What follows belongs to an exercise in optimizing a design on an open flow for small area, a short achievable clock period and few clock cycles per item; a production flow would make more cautious choices. Where RTL was checked, it was by simulation tests only, not by an equivalence proof against the original.

==> v37: inputs <==
Design crc_unit, start of the top module:
module crc_unit (
    input  wire        clk,
    input  wire        rst,           
    input  wire        bus_valid,
    input  wire        bus_we,
    input  wire [7:2]  bus_addr,
    input  wire [31:0] bus_wdata,
    input  wire [7:0]  bus_master,
    output wire        bus_ready,
    output wire [31:0] bus_rdata,
    output wire        mem_req,
    output wire [31:2] mem_addr,
    input  wire        mem_gnt,
    input  wire        mem_rvalid,
    input  wire [31:0] mem_rdata,
    input  wire        mem_rerr
);
    localparam [5:0] A_CTRL    = 6'h01;   
    localparam [5:0] A_STAT    = 6'h02;   
    localparam [5:0] A_EVT     = 6'h03;   
    localparam [5:0] A_CFG     = 6'h10;   
    localparam [5:0] A_POLY    = 6'h11;   
    localparam [5:0] A_INIT    = 6'h12;   
    localparam [5:0] A_XOROUT  = 6'h13;   
    localparam [5:0] A_CMD     = 6'h14;   
    localparam [5:0] A_SRC     = 6'h15;   
    localparam [5:0] A_LEN     = 6'h16;   
    localparam [5:0] A_DIN     = 6'h17;   
    localparam [5:0] A_DINB    = 6'h18;   
  ...
export LEC_CHECK = 0
export CAP_MARGIN = 20
export CORE_MARGIN = 2
export CORE_UTILIZATION = 40
export PLACE_DENSITY = 0.75
export SLEW_MARGIN = 20
create_clock -name core_clock -period 30.0 [get_ports {clk}]
standard.sh (not shown) runs the stock make flow with config.mk's settings and CLKGATE_MAP_FILE= SYNTH_SCRIPT=/design/flow/synth_recipe.tcl, a recipe that flattens the netlist after the stock synthesis.
==> flow/flow/run.sh <==
#!/bin/bash
# Layout flow: the standard flow (standard synthesis, floorplan, power
# grid, placement, CTS, routing) with one change: its timing repairs (after
# floorplan, after CTS and after global routing) aim for SETUP_SLACK_MARGIN
# ns of setup slack instead of 0, so that the layout reaches a shorter
# period than the clock's. The clock, its period and the I/O constraints
# are the standard flow's, unchanged.
set -euo pipefail
MARGIN=$(cat flow/margin.txt)
bash standard.sh SETUP_SLACK_MARGIN="$MARGIN" finish > standard_flow.log 2>&1
==> flow/flow/margin.txt <==
23.0
==> v6: changes against v37 <==
--- a/flow/design.v
+++ b/flow/design.v
@@ -314,20 +314,24 @@
     wire        first_last = ({8'h0, len_r} <= (32'd4 - src_r[1:0]));
     wire [2:0]  first_n    = first_last ? len_r[2:0] : (3'd4 - {1'b0, src_r[1:0]});
     wire        next_last  = (f_lb_n <= 24'd4);
     wire [2:0]  next_n     = next_last ? f_lb_n[2:0] : 3'd4;
     wire [2:0] mu_cnt_n = poly_wr ? 3'd7 : (mu_ok ? 3'd0 : mu_cnt - 3'd1);
     wire       busy_mu  = (mu_cnt_n != 3'd0);
     wire       conv_x   = conv && rev_ok;                  
     wire st_now = st_al || st_nt;
-    wire rdy_n  = !((x_rd && st_now) ||
-                    ((x_din || x_start) && (busy_mu || (conv && !conv_x))) ||
+    wire s_ds   = busy_mu || (conv && !conv_x);
+    wire rdy_w  = !(((x_din || x_start) && s_ds) ||
                     ((x_check || x_start) && st_now) ||
                     (x_cfg && busy_mu));
+    wire i_maybe = (bus_addr[3:2] == 2'b00 && (!bus_addr[4] || bus_wdata[1] || bus_wdata[2])) ||
+                   bus_addr[4:2] == 3'b111;
+    wire rdy_a   = bus_we ? !(i_maybe && (s_ds || st_now || busy_mu)) : !st_now;
+    wire rdy_n  = ph ? (x_rd ? !st_now : rdy_w) : rdy_a;
     wire ok_din = !busy && !busy_mu && !(conv && !conv_x);
     wire din_go = ok_din &&
                   ((!ph && bus_valid && bus_we && (bus_addr == A_DIN || bus_addr == A_DINB)) ||
                    (ph && !rdy && we_q && din_addr));
     wire dinb   = ph ? a_q[3] : bus_addr[5];               
     wire keep_n = (feeding && !(feed_dma && s_last) && !dma_err && !cmd_abort) || go_run;
     wire fm_n   = keep_n || din_go;
     reg  [13:0] shp_n;
==> flow/config.mk (replaced) <==
export PLATFORM = sky130hd
export DESIGN_NAME = crc_unit
export DESIGN_NICKNAME = crc_unit
export VERILOG_FILES = /design/flow/design.v
export SDC_FILE = /design/flow/constraint.sdc
export NUM_CORES = 4
export LEC_CHECK = 0
export CAP_MARGIN = 5
export CORE_MARGIN = 2
export CORE_UTILIZATION = 40
export SLEW_MARGIN = 5
==> v21: changes against v37 <==
--- a/flow/design.v
+++ b/flow/design.v
@@ -294,16 +294,18 @@
                 end
             end
             shape = {d, (n == 3'd4), (n == 3'd3), (n == 3'd2), (n == 3'd1)};
         end
     endfunction
     assign mem_req  = req_r;
     assign mem_addr = req_addr;
     wire g       = req_r && mem_gnt;
+    wire [29:0] req_car;
+    crc_unit_carry u_car (.a(req_addr), .t(req_car));
     wire [2:0] s_cnt = {sn[3], sn[2] | sn[1], sn[2] | sn[0]};            
     wire [1:0] pend_n0 = pend - {1'b0, rv_q};            
     wire [1:0] drop_n  = drop - {1'b0, rv_q && drop != 2'd0};
     wire [1:0] act0    = pend_n0 - drop_n;               
     wire [23:0] f_lb_n = f_lb - (feed_dma ? {21'h0, s_cnt} : 24'h0);
     wire        f_first_n = f_first && !feed_dma;
     wire [4:0]  rem_lo = {1'b0, f_lb_n[3:0]} + (f_first_n ? {3'b0, src_r[1:0]} : 5'd0);
     wire more0 = (f_lb_n[23:4] != 20'd0) || (rem_lo > {1'b0, act0, 2'b00});
@@ -314,20 +316,24 @@
     wire        first_last = ({8'h0, len_r} <= (32'd4 - src_r[1:0]));
     wire [2:0]  first_n    = first_last ? len_r[2:0] : (3'd4 - {1'b0, src_r[1:0]});
     wire        next_last  = (f_lb_n <= 24'd4);
     wire [2:0]  next_n     = next_last ? f_lb_n[2:0] : 3'd4;
     wire [2:0] mu_cnt_n = poly_wr ? 3'd7 : (mu_ok ? 3'd0 : mu_cnt - 3'd1);
     wire       busy_mu  = (mu_cnt_n != 3'd0);
     wire       conv_x   = conv && rev_ok;                  
     wire st_now = st_al || st_nt;
-    wire rdy_n  = !((x_rd && st_now) ||
-                    ((x_din || x_start) && (busy_mu || (conv && !conv_x))) ||
+    wire s_ds   = busy_mu || (conv && !conv_x);
+    wire rdy_w  = !(((x_din || x_start) && s_ds) ||
                     ((x_check || x_start) && st_now) ||
                     (x_cfg && busy_mu));
+    wire i_maybe = (bus_addr[3:2] == 2'b00 && (!bus_addr[4] || bus_wdata[1] || bus_wdata[2])) ||
+                   bus_addr[4:2] == 3'b111;
+    wire rdy_a   = bus_we ? !(i_maybe && (s_ds || st_now || busy_mu)) : !st_now;
+    wire rdy_n  = ph ? (x_rd ? !st_now : rdy_w) : rdy_a;
     wire ok_din = !busy && !busy_mu && !(conv && !conv_x);
     wire din_go = ok_din &&
                   ((!ph && bus_valid && bus_we && (bus_addr == A_DIN || bus_addr == A_DINB)) ||
                    (ph && !rdy && we_q && din_addr));
     wire dinb   = ph ? a_q[3] : bus_addr[5];               
     wire keep_n = (feeding && !(feed_dma && s_last) && !dma_err && !cmd_abort) || go_run;
     wire fm_n   = keep_n || din_go;
     reg  [13:0] shp_n;
@@ -343,17 +349,17 @@
         if (busy_mu)
             shp_n = 14'b0;
     end
     always @(posedge clk) begin
         if (st_al)
             p_alr <= rev32(e_q);
         if (st_nt)
             mu_r  <= mu_nt;
-        req_addr <= go_run ? src_r[31:2] : req_addr + {29'd0, g};
+        req_addr <= go_run ? src_r[31:2] : req_addr ^ (req_car & {30{g}});
         if (go_run) begin
             f_first <= 1'b1;
             f_lb    <= len_r;
         end else if (feed_dma) begin
             f_first <= 1'b0;
             f_lb    <= f_lb_n;
         end
         if (feed_dma || dma_err)
@@ -555,8 +561,19 @@
         end
         if (rst) begin
             rdy   <= 1'b0;
             ph    <= 1'b0;
             req_r <= 1'b0;
         end
     end
 endmodule
+module crc_unit_carry (
+    input  wire [29:0] a,
+    output reg  [29:0] t
+);
+    integer k;
+    always @* begin
+        t[0] = 1'b1;
+        for (k = 1; k < 30; k = k + 1)
+            t[k] = t[k-1] & a[k-1];
+    end
+endmodule
==> flow/flow/margin.txt (replaced) <==
23.3
==> flow/config.mk (replaced) <==
export PLATFORM = sky130hd
export DESIGN_NAME = crc_unit
export DESIGN_NICKNAME = crc_unit
export VERILOG_FILES = /design/flow/design.v
export SDC_FILE = /design/flow/constraint.sdc
export NUM_CORES = 4
export LEC_CHECK = 0
export CAP_MARGIN = 20
export CORE_MARGIN = 2
export CORE_UTILIZATION = 40
export SLEW_MARGIN = 20
export SYNTH_HIERARCHICAL = 1
==> summary.txt <==
Layout
  • Multi-input gate area in the final layout: 30,600 sq um

CTS
  • Post-CTS Setup Inserts: 93
  • Clock latency (worst-skew pair): 0.69 ns

Logic synthesis
  • Top cells by area, synth: edfxtp_1 18%, xnor2_1 15%, dfxtp_1 11%, nand2_1 7.8%, xor2_1 6.0%

Drt
  • Final wirelength: 217,000 um

Run status
  • Status: complete, no violations
the above is filed under v21

==> summary.txt <==
Run status
  • Status: complete, no violations

Logic synthesis
  • Top cells by area, synth: edfxtp_1 18%, xnor2_1 15%, dfxtp_1 11%, nand2_1 9.3%, xor2_1 4.9%
  • Yosys cell types: 104
  • Largest family of logic cells by synthesized area: XOR/XNOR gates

Drt
  • Final wirelength: 214,000 um
  • Drt wl/cell: 30.1 um

CTS
  • Post-CTS Setup Inserts: 71

Layout
  • Multi-input gate area in the final layout: 30,500 sq um

Die
  • # Taps: 1,488
the above is filed under v6

==> summary.txt <==
Layout
  • Multi-input gate area in the final layout: 30,600 sq um
  • Non-Filler Instances: 7,143

CTS
  • Post-CTS Setup Inserts: 77
  • Worst-path clk slew: 0.06 ns

Place
  • GPL Wtd Cong: 1.03

Drt
  • Final wirelength: 213,000 um

Run status
  • Status: complete, no violations

Logic synthesis
  • Post-synthesis xor/xnor area fraction: 24.6%

Worst hold path
  • Hold EP: fin_pend$_SDFF_PP0_
the above is filed under v37

Testbench counts of v6, summed over its fixed seeds: cycles 44,428, bytes 151,119.
Testbench counts of v21, summed over its fixed seeds: cycles 44,428, bytes 151,119.
Only the layout flow was run in v37; the RTL was not checked for function there.

* * *

==> job 7063 <==
Another version of the RTL of crc_unit (not shown whole).
export LEC_CHECK = 0
export CAP_MARGIN = 20
export CORE_MARGIN = 2
export CORE_UTILIZATION = 40
export SLEW_MARGIN = 20
create_clock -name core_clock -period 30.0 [get_ports {clk}]
==> flow/flow/run.sh <==
#!/bin/bash
# Layout flow: the standard flow (standard synthesis, floorplan, power
# grid, placement, CTS, routing) with one change: the timing repair after CTS
# and after global routing aims for SETUP_SLACK_MARGIN ns of setup slack
# instead of 0, so that the layout reaches a shorter period than the clock's.
# The clock, its period and the I/O constraints are the standard flow's, unchanged.
set -euo pipefail
MARGIN=$(cat flow/margin.txt)
bash standard.sh SETUP_SLACK_MARGIN="$MARGIN" finish > standard_flow.log 2>&1
==> flow/flow/margin.txt <==
23.0
==> job 3008 (differences from job 7063) <==
--- a/flow/design.v
+++ b/flow/design.v
@@ -62,12 +62,13 @@
     reg        ev_dma_err;
     reg        ev_aborted;
     reg        ev_done;
     reg [31:0] c;              
     reg        rv;             
     reg        conv;           
+    reg        fm;             
     reg [31:0] mu_r;           
     reg [31:0] p_alr;          
     reg [2:0]  mu_cnt;         
     reg        st_al;          
     reg        st_nt;          
     reg        rdy;
@@ -164,14 +165,14 @@
     wire wr_cfg  = wr_ok && !busy;
     wire din_acc = wr_ok && din_addr && en && !busy;
     wire run_wr  = wr_cfg && a_q == A_RUN;
     wire poly_wr = wr_cfg && (a_q == A_CFG || a_q == A_POLY);
     wire cfgw    = wr_cfg && a_q == A_CFG;
     wire go_run  = cmd_start && (len_r != 24'd0);
-    wire [31:0] sh_in   = cmd_init ? p_init : c;
-    wire [31:0] sh_out  = rev32(sh_in) >> lshift;
+    wire [31:0] sh_out;
+    wire        rev_ok  = !fm && !st_al && !st_nt;
     wire [31:0] c_m     = c & wmask;
     wire [31:0] c_hi    = c & ~wmask;     
     wire [31:0] run_val = rv ? sh_out : c_m;
     wire        sel_rev = rv ^ (p_refout != p_refin);
     wire [31:0] result  = (sel_rev ? sh_out : c_m) ^ (p_xorout & wmask);
     wire        cmp_eq  = (result == (exp_r & wmask));
@@ -196,15 +197,21 @@
             A_CMP:    rmux = {31'h0, cmp_auto};
             A_CLAIM:  rmux = {16'h0, claim_master, 7'h0, claim_held};
             A_BYTES:  rmux = bytes_r;
             default:  rmux = 32'h0;
         endcase
     end
-    wire cap = !ph && bus_valid && !bus_we;
-    wire din_in   = !ph && bus_valid && bus_we && (bus_addr == A_DIN || bus_addr == A_DINB);
-    wire start_in = !ph && bus_valid && bus_we && bus_addr == A_CMD && bus_wdata[7:0] == CMD_START;
+    wire        x_rd    = ph ? !we_q : !bus_we;
+    wire [5:0]  x_addr  = ph ? a_q : bus_addr;
+    wire        x_cmd   = x_addr == A_CMD;
+    wire        x_din   = !x_rd && (x_addr == A_DIN || x_addr == A_DINB);
+    wire        x_start = !x_rd && x_cmd && (ph ? cmd_q[1] : bus_wdata[7:0] == CMD_START);
+    wire        x_check = !x_rd && x_cmd && (ph ? cmd_q[3] : bus_wdata[7:0] == CMD_CHECK);
+    wire        x_cfg   = !x_rd && x_addr == A_CFG;
+    wire        x_on    = ph ? !rdy : bus_valid;       
+    wire cap = x_on && x_rd;
     wire mu_ok    = (mu_cnt == 3'd0);
     wire resp_act = rv_q && (drop == 2'd0) && feeding;
     wire feed_dma = resp_act && !rerr_q;
     wire dma_err  = resp_act && rerr_q;
     wire feed     = din_acc || feed_dma;
     reg  [31:0] w_o;
@@ -241,14 +248,14 @@
                ({32{sn[1]}} & (c_e << 16)) | ({32{sn[0]}} & (c_e << 24)) |
                ({32{st_nt}} & rev32(nt_a)) | ({32{st_al}} & p_poly);
         c_tl = ({32{sn[2]}} & (c_e >> 24)) | ({32{sn[1]}} & (c_e >> 16)) |
                ({32{sn[0]}} & (c_e >> 8));
     end
     wire [31:0] e_a    = rev32(c_sh ^ d_al);
-    wire [31:0] e_mu   = st_al ? al_mu : (st_nt ? {p_alr[30:0], 1'b0} : mu_r);
-    wire        e_usea = st_al ? (lshift == 5'd0) : (st_nt ? p_alr[31] : 1'b1);
+    wire [31:0] e_mu   = st_nt ? {p_alr[30:0], 1'b0} : (fm ? mu_r : al_mu);
+    wire        e_usea = st_nt ? p_alr[31] : (fm ? 1'b1 : (lshift == 5'd0));
     reg [63:0] e_t;
     reg [31:0] e_q;
     reg [63:0] e_u;
     integer    ei;
     always @* begin
         e_t = 64'h0;
@@ -257,12 +264,13 @@
         e_q = (e_usea ? e_a : 32'h0) ^ e_t[63:32];
         e_u = 64'h0;
         for (ei = 0; ei < 32; ei = ei + 1)
             if (e_q[ei]) e_u = e_u ^ ({32'h0, p_alr} << ei);
     end
     wire [31:0] c_feed = rev32(e_u[31:0]) ^ c_tl;
+    assign sh_out = e_q;
     reg [31:0] mu_nt;
     integer    mi;
     always @* begin
         for (mi = 0; mi < 32; mi = mi + 1)
             mu_nt[mi] = e_q[mi] ^ (((mi & 1) == 0) ? mu_r[16 + mi/2] : 1'b0);
     end
@@ -288,12 +296,14 @@
             shape = {d, (n == 3'd4), (n == 3'd3), (n == 3'd2), (n == 3'd1)};
         end
     endfunction
     assign mem_req  = req_r;
     assign mem_addr = req_addr;
     wire g       = req_r && mem_gnt;
+    wire [29:0] req_car;
+    crc_unit_carry u_car (.a(req_addr), .t(req_car));
     wire [2:0] s_cnt = {sn[3], sn[2] | sn[1], sn[2] | sn[0]};            
     wire [1:0] pend_n0 = pend - {1'b0, rv_q};            
     wire [1:0] drop_n  = drop - {1'b0, rv_q && drop != 2'd0};
     wire [1:0] act0    = pend_n0 - drop_n;               
     wire [23:0] f_lb_n = f_lb - (feed_dma ? {21'h0, s_cnt} : 24'h0);
     wire        f_first_n = f_first && !feed_dma;
@@ -304,30 +314,50 @@
     wire req0  = keep && mu_ok && more0 && (pend_n0 != 2'd3);
     wire req1  = keep && mu_ok && more1 && (pend_n0 != 2'd2) && (pend_n0 != 2'd3);
     wire        first_last = ({8'h0, len_r} <= (32'd4 - src_r[1:0]));
     wire [2:0]  first_n    = first_last ? len_r[2:0] : (3'd4 - {1'b0, src_r[1:0]});
     wire        next_last  = (f_lb_n <= 24'd4);
     wire [2:0]  next_n     = next_last ? f_lb_n[2:0] : 3'd4;
+    wire [2:0] mu_cnt_n = poly_wr ? 3'd7 : (mu_ok ? 3'd0 : mu_cnt - 3'd1);
+    wire       busy_mu  = (mu_cnt_n != 3'd0);
+    wire       conv_x   = conv && rev_ok;                  
+    wire st_now = st_al || st_nt;
+    wire s_ds   = busy_mu || (conv && !conv_x);
+    wire rdy_w  = !(((x_din || x_start) && s_ds) ||
+                    ((x_check || x_start) && st_now) ||
+                    (x_cfg && busy_mu));
+    wire i_maybe = (bus_addr[3:2] == 2'b00 && (!bus_addr[4] || bus_wdata[1] || bus_wdata[2])) ||
+                   bus_addr[4:2] == 3'b111;
+    wire rdy_a   = bus_we ? !(i_maybe && (s_ds || st_now || busy_mu)) : !st_now;
+    wire rdy_n  = ph ? (x_rd ? !st_now : rdy_w) : rdy_a;
+    wire ok_din = !busy && !busy_mu && !(conv && !conv_x);
+    wire din_go = ok_din &&
+                  ((!ph && bus_valid && bus_we && (bus_addr == A_DIN || bus_addr == A_DINB)) ||
+                   (ph && !rdy && we_q && din_addr));
+    wire dinb   = ph ? a_q[3] : bus_addr[5];               
+    wire keep_n = (feeding && !(feed_dma && s_last) && !dma_err && !cmd_abort) || go_run;
+    wire fm_n   = keep_n || din_go;
     reg  [13:0] shp_n;
     always @* begin
         shp_n = {sd, sn};
         if (go_run)
             shp_n = shape(src_r[1:0], first_n);
         else if (feed_dma)
             shp_n = shape(2'd0, next_n);
-        else if (!busy)
-            shp_n = bus_addr[5] ? shape(2'd0, 3'd1) : shape(2'd0, 3'd4);
+        if (!keep_n)
+            shp_n = {dinb && din_go, 5'b0, {4{din_go && !dinb}},
+                     !(dinb && din_go), 2'b0, dinb && din_go};
+        if (busy_mu)
+            shp_n = 14'b0;
     end
-    wire [2:0] mu_cnt_n = poly_wr ? 3'd7 : (mu_ok ? 3'd0 : mu_cnt - 3'd1);
-    wire       busy_mu  = (mu_cnt_n != 3'd0);
     always @(posedge clk) begin
         if (st_al)
             p_alr <= rev32(e_q);
         if (st_nt)
             mu_r  <= mu_nt;
-        req_addr <= go_run ? src_r[31:2] : req_addr + {29'd0, g};
+        req_addr <= go_run ? src_r[31:2] : req_addr ^ (req_car & {30{g}});
         if (go_run) begin
             f_first <= 1'b1;
             f_lb    <= len_r;
         end else if (feed_dma) begin
             f_first <= 1'b0;
             f_lb    <= f_lb_n;
@@ -381,12 +411,13 @@
             ev_dma_err     <= 1'b0;
             ev_aborted     <= 1'b0;
             ev_done        <= 1'b0;
             c              <= 32'h0;
             rv             <= 1'b1;       
             conv           <= 1'b0;
+            fm             <= 1'b0;
             mu_cnt         <= 3'd7;       
             st_al          <= 1'b1;
             st_nt          <= 1'b0;
             sn             <= 4'b0;
             sd             <= 10'b0;
             rdy            <= 1'b0;
@@ -400,19 +431,19 @@
             fin_last       <= 1'b0;
         end else begin
             rv_q <= mem_rvalid;
             if (!ph) begin
                 if (bus_valid) begin
                     ph  <= 1'b1;
-                    rdy <= !((din_in || start_in) && busy_mu);
+                    rdy <= rdy_n;
                 end
             end else if (rdy) begin
                 ph  <= 1'b0;
                 rdy <= 1'b0;
             end else
-                rdy <= !busy_mu;
+                rdy <= rdy_n;
             if (wr && a_q == A_EVT) begin
                 if (bus_wdata[31]) ev_access_err  <= 1'b0;
                 if (bus_wdata[4])  ev_cmd_refused <= 1'b0;
                 if (bus_wdata[3])  ev_mismatch    <= 1'b0;
                 if (bus_wdata[2])  ev_dma_err     <= 1'b0;
                 if (bus_wdata[1])  ev_aborted     <= 1'b0;
@@ -438,30 +469,33 @@
                     claim_master <= 8'h0;
                 end
             end
             mu_cnt <= mu_cnt_n;
             st_al  <= (mu_cnt_n == 3'd7);
             st_nt  <= busy_mu && (mu_cnt_n != 3'd7);
-            sn     <= busy_mu ? 4'b0  : shp_n[3:0];
-            sd     <= busy_mu ? 10'b0 : shp_n[13:4];
-            conv <= 1'b0;
+            sn     <= shp_n[3:0];
+            sd     <= shp_n[13:4];
+            fm     <= fm_n && !busy_mu;
+            if (conv_x)
+                conv <= 1'b0;
             if (run_wr) begin
                 c    <= bus_wdata & wmask;
                 rv   <= 1'b0;
                 conv <= 1'b1;
             end else if (cmd_init) begin
-                c    <= sh_out;
-                rv   <= !p_refin;
+                c    <= p_init & wmask;
+                rv   <= p_refin;
+                conv <= 1'b1;
             end else if (cfgw) begin
                 if (rv) c <= sh_out | c_hi;
                 rv   <= 1'b0;
                 conv <= 1'b1;
-            end else if (conv) begin
-                if (!p_refin && !rv) begin
+            end else if (conv_x) begin
+                if (rv == p_refin) begin
                     c  <= sh_out | c_hi;
-                    rv <= 1'b1;
+                    rv <= !p_refin;
                 end
             end else if (feed) begin
                 c  <= c_feed;
             end
             if (feed)
                 bytes_r <= bytes_r + {29'h0, s_cnt};
@@ -529,6 +563,17 @@
             rdy   <= 1'b0;
             ph    <= 1'b0;
             req_r <= 1'b0;
         end
     end
 endmodule
+module crc_unit_carry (
+    input  wire [29:0] a,
+    output reg  [29:0] t
+);
+    integer k;
+    always @* begin
+        t[0] = 1'b1;
+        for (k = 1; k < 30; k = k + 1)
+            t[k] = t[k-1] & a[k-1];
+    end
+endmodule
==> flow/flow/run.sh (replaced) <==
#!/bin/bash
# Layout flow: the standard flow (standard synthesis, floorplan, power
# grid, placement, CTS, routing) with one change: its timing repairs (after
# floorplan, after CTS and after global routing) aim for SETUP_SLACK_MARGIN
# ns of setup slack instead of 0, so that the layout reaches a shorter
# period than the clock's. The clock, its period and the I/O constraints
# are the standard flow's, unchanged.
set -euo pipefail
MARGIN=$(cat flow/margin.txt)
bash standard.sh SETUP_SLACK_MARGIN="$MARGIN" finish > standard_flow.log 2>&1
--- a/flow/config.mk
+++ b/flow/config.mk
@@ -6,6 +6,7 @@
 export NUM_CORES = 4
 export LEC_CHECK = 0
 export CAP_MARGIN = 20
 export CORE_MARGIN = 2
 export CORE_UTILIZATION = 40
 export SLEW_MARGIN = 20
+export SYNTH_HIERARCHICAL = 1
==> job 1320 (differences from job 7063) <==
--- a/flow/design.v
+++ b/flow/design.v
@@ -62,12 +62,13 @@
     reg        ev_dma_err;
     reg        ev_aborted;
     reg        ev_done;
     reg [31:0] c;              
     reg        rv;             
     reg        conv;           
+    reg        fm;             
     reg [31:0] mu_r;           
     reg [31:0] p_alr;          
     reg [2:0]  mu_cnt;         
     reg        st_al;          
     reg        st_nt;          
     reg        rdy;
@@ -164,14 +165,14 @@
     wire wr_cfg  = wr_ok && !busy;
     wire din_acc = wr_ok && din_addr && en && !busy;
     wire run_wr  = wr_cfg && a_q == A_RUN;
     wire poly_wr = wr_cfg && (a_q == A_CFG || a_q == A_POLY);
     wire cfgw    = wr_cfg && a_q == A_CFG;
     wire go_run  = cmd_start && (len_r != 24'd0);
-    wire [31:0] sh_in   = cmd_init ? p_init : c;
-    wire [31:0] sh_out  = rev32(sh_in) >> lshift;
+    wire [31:0] sh_out;
+    wire        rev_ok  = !fm && !st_al && !st_nt;
     wire [31:0] c_m     = c & wmask;
     wire [31:0] c_hi    = c & ~wmask;     
     wire [31:0] run_val = rv ? sh_out : c_m;
     wire        sel_rev = rv ^ (p_refout != p_refin);
     wire [31:0] result  = (sel_rev ? sh_out : c_m) ^ (p_xorout & wmask);
     wire        cmp_eq  = (result == (exp_r & wmask));
@@ -196,15 +197,21 @@
             A_CMP:    rmux = {31'h0, cmp_auto};
             A_CLAIM:  rmux = {16'h0, claim_master, 7'h0, claim_held};
             A_BYTES:  rmux = bytes_r;
             default:  rmux = 32'h0;
         endcase
     end
-    wire cap = !ph && bus_valid && !bus_we;
-    wire din_in   = !ph && bus_valid && bus_we && (bus_addr == A_DIN || bus_addr == A_DINB);
-    wire start_in = !ph && bus_valid && bus_we && bus_addr == A_CMD && bus_wdata[7:0] == CMD_START;
+    wire        x_rd    = ph ? !we_q : !bus_we;
+    wire [5:0]  x_addr  = ph ? a_q : bus_addr;
+    wire        x_cmd   = x_addr == A_CMD;
+    wire        x_din   = !x_rd && (x_addr == A_DIN || x_addr == A_DINB);
+    wire        x_start = !x_rd && x_cmd && (ph ? cmd_q[1] : bus_wdata[7:0] == CMD_START);
+    wire        x_check = !x_rd && x_cmd && (ph ? cmd_q[3] : bus_wdata[7:0] == CMD_CHECK);
+    wire        x_cfg   = !x_rd && x_addr == A_CFG;
+    wire        x_on    = ph ? !rdy : bus_valid;       
+    wire cap = x_on && x_rd;
     wire mu_ok    = (mu_cnt == 3'd0);
     wire resp_act = rv_q && (drop == 2'd0) && feeding;
     wire feed_dma = resp_act && !rerr_q;
     wire dma_err  = resp_act && rerr_q;
     wire feed     = din_acc || feed_dma;
     reg  [31:0] w_o;
@@ -241,14 +248,14 @@
                ({32{sn[1]}} & (c_e << 16)) | ({32{sn[0]}} & (c_e << 24)) |
                ({32{st_nt}} & rev32(nt_a)) | ({32{st_al}} & p_poly);
         c_tl = ({32{sn[2]}} & (c_e >> 24)) | ({32{sn[1]}} & (c_e >> 16)) |
                ({32{sn[0]}} & (c_e >> 8));
     end
     wire [31:0] e_a    = rev32(c_sh ^ d_al);
-    wire [31:0] e_mu   = st_al ? al_mu : (st_nt ? {p_alr[30:0], 1'b0} : mu_r);
-    wire        e_usea = st_al ? (lshift == 5'd0) : (st_nt ? p_alr[31] : 1'b1);
+    wire [31:0] e_mu   = st_nt ? {p_alr[30:0], 1'b0} : (fm ? mu_r : al_mu);
+    wire        e_usea = st_nt ? p_alr[31] : (fm ? 1'b1 : (lshift == 5'd0));
     reg [63:0] e_t;
     reg [31:0] e_q;
     reg [63:0] e_u;
     integer    ei;
     always @* begin
         e_t = 64'h0;
@@ -257,12 +264,13 @@
         e_q = (e_usea ? e_a : 32'h0) ^ e_t[63:32];
         e_u = 64'h0;
         for (ei = 0; ei < 32; ei = ei + 1)
             if (e_q[ei]) e_u = e_u ^ ({32'h0, p_alr} << ei);
     end
     wire [31:0] c_feed = rev32(e_u[31:0]) ^ c_tl;
+    assign sh_out = e_q;
     reg [31:0] mu_nt;
     integer    mi;
     always @* begin
         for (mi = 0; mi < 32; mi = mi + 1)
             mu_nt[mi] = e_q[mi] ^ (((mi & 1) == 0) ? mu_r[16 + mi/2] : 1'b0);
     end
@@ -304,24 +312,40 @@
     wire req0  = keep && mu_ok && more0 && (pend_n0 != 2'd3);
     wire req1  = keep && mu_ok && more1 && (pend_n0 != 2'd2) && (pend_n0 != 2'd3);
     wire        first_last = ({8'h0, len_r} <= (32'd4 - src_r[1:0]));
     wire [2:0]  first_n    = first_last ? len_r[2:0] : (3'd4 - {1'b0, src_r[1:0]});
     wire        next_last  = (f_lb_n <= 24'd4);
     wire [2:0]  next_n     = next_last ? f_lb_n[2:0] : 3'd4;
+    wire [2:0] mu_cnt_n = poly_wr ? 3'd7 : (mu_ok ? 3'd0 : mu_cnt - 3'd1);
+    wire       busy_mu  = (mu_cnt_n != 3'd0);
+    wire       conv_x   = conv && rev_ok;                  
+    wire st_now = st_al || st_nt;
+    wire rdy_n  = !((x_rd && st_now) ||
+                    ((x_din || x_start) && (busy_mu || (conv && !conv_x))) ||
+                    ((x_check || x_start) && st_now) ||
+                    (x_cfg && busy_mu));
+    wire ok_din = !busy && !busy_mu && !(conv && !conv_x);
+    wire din_go = ok_din &&
+                  ((!ph && bus_valid && bus_we && (bus_addr == A_DIN || bus_addr == A_DINB)) ||
+                   (ph && !rdy && we_q && din_addr));
+    wire dinb   = ph ? a_q[3] : bus_addr[5];               
+    wire keep_n = (feeding && !(feed_dma && s_last) && !dma_err && !cmd_abort) || go_run;
+    wire fm_n   = keep_n || din_go;
     reg  [13:0] shp_n;
     always @* begin
         shp_n = {sd, sn};
         if (go_run)
             shp_n = shape(src_r[1:0], first_n);
         else if (feed_dma)
             shp_n = shape(2'd0, next_n);
-        else if (!busy)
-            shp_n = bus_addr[5] ? shape(2'd0, 3'd1) : shape(2'd0, 3'd4);
+        if (!keep_n)
+            shp_n = {dinb && din_go, 5'b0, {4{din_go && !dinb}},
+                     !(dinb && din_go), 2'b0, dinb && din_go};
+        if (busy_mu)
+            shp_n = 14'b0;
     end
-    wire [2:0] mu_cnt_n = poly_wr ? 3'd7 : (mu_ok ? 3'd0 : mu_cnt - 3'd1);
-    wire       busy_mu  = (mu_cnt_n != 3'd0);
     always @(posedge clk) begin
         if (st_al)
             p_alr <= rev32(e_q);
         if (st_nt)
             mu_r  <= mu_nt;
         req_addr <= go_run ? src_r[31:2] : req_addr + {29'd0, g};
@@ -381,12 +405,13 @@
             ev_dma_err     <= 1'b0;
             ev_aborted     <= 1'b0;
             ev_done        <= 1'b0;
             c              <= 32'h0;
             rv             <= 1'b1;       
             conv           <= 1'b0;
+            fm             <= 1'b0;
             mu_cnt         <= 3'd7;       
             st_al          <= 1'b1;
             st_nt          <= 1'b0;
             sn             <= 4'b0;
             sd             <= 10'b0;
             rdy            <= 1'b0;
@@ -400,19 +425,19 @@
             fin_last       <= 1'b0;
         end else begin
             rv_q <= mem_rvalid;
             if (!ph) begin
                 if (bus_valid) begin
                     ph  <= 1'b1;
-                    rdy <= !((din_in || start_in) && busy_mu);
+                    rdy <= rdy_n;
                 end
             end else if (rdy) begin
                 ph  <= 1'b0;
                 rdy <= 1'b0;
             end else
-                rdy <= !busy_mu;
+                rdy <= rdy_n;
             if (wr && a_q == A_EVT) begin
                 if (bus_wdata[31]) ev_access_err  <= 1'b0;
                 if (bus_wdata[4])  ev_cmd_refused <= 1'b0;
                 if (bus_wdata[3])  ev_mismatch    <= 1'b0;
                 if (bus_wdata[2])  ev_dma_err     <= 1'b0;
                 if (bus_wdata[1])  ev_aborted     <= 1'b0;
@@ -438,30 +463,33 @@
                     claim_master <= 8'h0;
                 end
             end
             mu_cnt <= mu_cnt_n;
             st_al  <= (mu_cnt_n == 3'd7);
             st_nt  <= busy_mu && (mu_cnt_n != 3'd7);
-            sn     <= busy_mu ? 4'b0  : shp_n[3:0];
-            sd     <= busy_mu ? 10'b0 : shp_n[13:4];
-            conv <= 1'b0;
+            sn     <= shp_n[3:0];
+            sd     <= shp_n[13:4];
+            fm     <= fm_n && !busy_mu;
+            if (conv_x)
+                conv <= 1'b0;
             if (run_wr) begin
                 c    <= bus_wdata & wmask;
                 rv   <= 1'b0;
                 conv <= 1'b1;
             end else if (cmd_init) begin
-                c    <= sh_out;
-                rv   <= !p_refin;
+                c    <= p_init & wmask;
+                rv   <= p_refin;
+                conv <= 1'b1;
             end else if (cfgw) begin
                 if (rv) c <= sh_out | c_hi;
                 rv   <= 1'b0;
                 conv <= 1'b1;
-            end else if (conv) begin
-                if (!p_refin && !rv) begin
+            end else if (conv_x) begin
+                if (rv == p_refin) begin
                     c  <= sh_out | c_hi;
-                    rv <= 1'b1;
+                    rv <= !p_refin;
                 end
             end else if (feed) begin
                 c  <= c_feed;
             end
             if (feed)
                 bytes_r <= bytes_r + {29'h0, s_cnt};
==> flow/flow/run.sh (replaced) <==
#!/bin/bash
# Layout flow: the standard flow (standard synthesis, floorplan, power
# grid, placement, CTS, routing) with one change: its timing repairs (after
# floorplan, after CTS and after global routing) aim for SETUP_SLACK_MARGIN
# ns of setup slack instead of 0, so that the layout reaches a shorter
# period than the clock's. The clock, its period and the I/O constraints
# are the standard flow's, unchanged.
set -euo pipefail
MARGIN=$(cat flow/margin.txt)
bash standard.sh SETUP_SLACK_MARGIN="$MARGIN" finish > standard_flow.log 2>&1
==> comparison table <==
Status: job 7063 complete, no violations; job 3008 complete, no violations; job 1320 complete, no violations
Maximum number of pins on one net before global-route repair: job 7063 107; job 3008 83; job 1320 98
Cell Area, Synth: job 7063 0.04597 sq mm; job 3008 0.04462 sq mm; job 1320 0.04458 sq mm
Compound-Gate Fraction of Synth Area: job 7063 0.1734; job 3008 0.1544; job 1320 0.1627
Met1 layer usage reported by global route: job 7063 0.5374; job 3008 0.4812; job 1320 0.4690
Required time at the worst-slack endpoint: job 7063 30500 ps; job 3008 24000 ps; job 1320 30580 ps
Met3 WL post-DR: job 7063 40630 um; job 3008 26050 um; job 1320 26530 um
Xor/xnor cell area share of the yosys netlist: job 7063 0.2387; job 3008 0.2590; job 1320 0.2463
Fraction of area in non-clock buffers: job 7063 0.08104; job 3008 0.07566; job 1320 0.07585
Worst-Margin Slew: job 7063 1307 ps; job 3008 1112 ps; job 1320 1152 ps
Number of unique standard cell types used by synthesis: job 7063 100; job 3008 106; job 1320 115
Worst path slowest cell: job 7063 sky130_fd_sc_hd__and4_4; job 3008 sky130_fd_sc_hd__dfxtp_4; job 1320 sky130_fd_sc_hd__or4_4
Clock H-tree levels: job 7063 3; job 3008 2; job 1320 2
Cts bufs inserted: job 7063 66; job 3008 58; job 1320 57
Maximum fanout encountered on the critical timing path: job 7063 4; job 3008 1; job 1320 3
Plain + repair buffers: job 7063 461; job 3008 408; job 1320 406
Testbench counts of job 3008, summed over its fixed seeds: cycles 44,428, bytes 151,119.
No functional check of the RTL was part of job 7063 and job 1320.

what the ideal ports hide:
The flow's constraints put no driver on any port. The routed layouts listed below were extracted and timed again, unchanged, in two steps.
Step 1 sets driving cells, clkbuf_16 on the clock port and buf_2 on the other inputs (assumed; they add their load-dependent delay and slew).
Step 2, shift: input delay + t, output delay - t, t = (earliest + latest rising clock arrival at the registers) / 2. This alone moves slack from input paths to output paths.
Slacks: no drivers / after step 1 / after step 2; pairs: no drivers / after step 1.
run | shift t [ns] | setup WS [ns] | hold slack, ns
v37 | 0.728 | 22.400 / 22.432 / 21.704 | 0.432 / 0.432 / 0.432
v6 | 0.748 | 22.676 / 22.687 / 21.939 | 0.481 / 0.481 / 0.481
v21 | 0.740 | 22.772 / 22.698 / 22.140 | 0.455 / 0.455 / 0.455
job 7063 | 0.732 | 22.663 / 22.679 / 21.960 | 0.473 / 0.473 / 0.473
job 3008 | 0.736 | 22.755 / 22.690 / 22.101 | 0.438 / 0.438 / 0.438
job 1320 | 0.748 | 22.415 / 22.443 / 21.694 | 0.445 / 0.445 / 0.445
After both steps every run listed still meets setup and hold. For v6, which loses most, drivers alone change the setup slack by +0.011 ns; drivers and shift together by -0.737 ns.
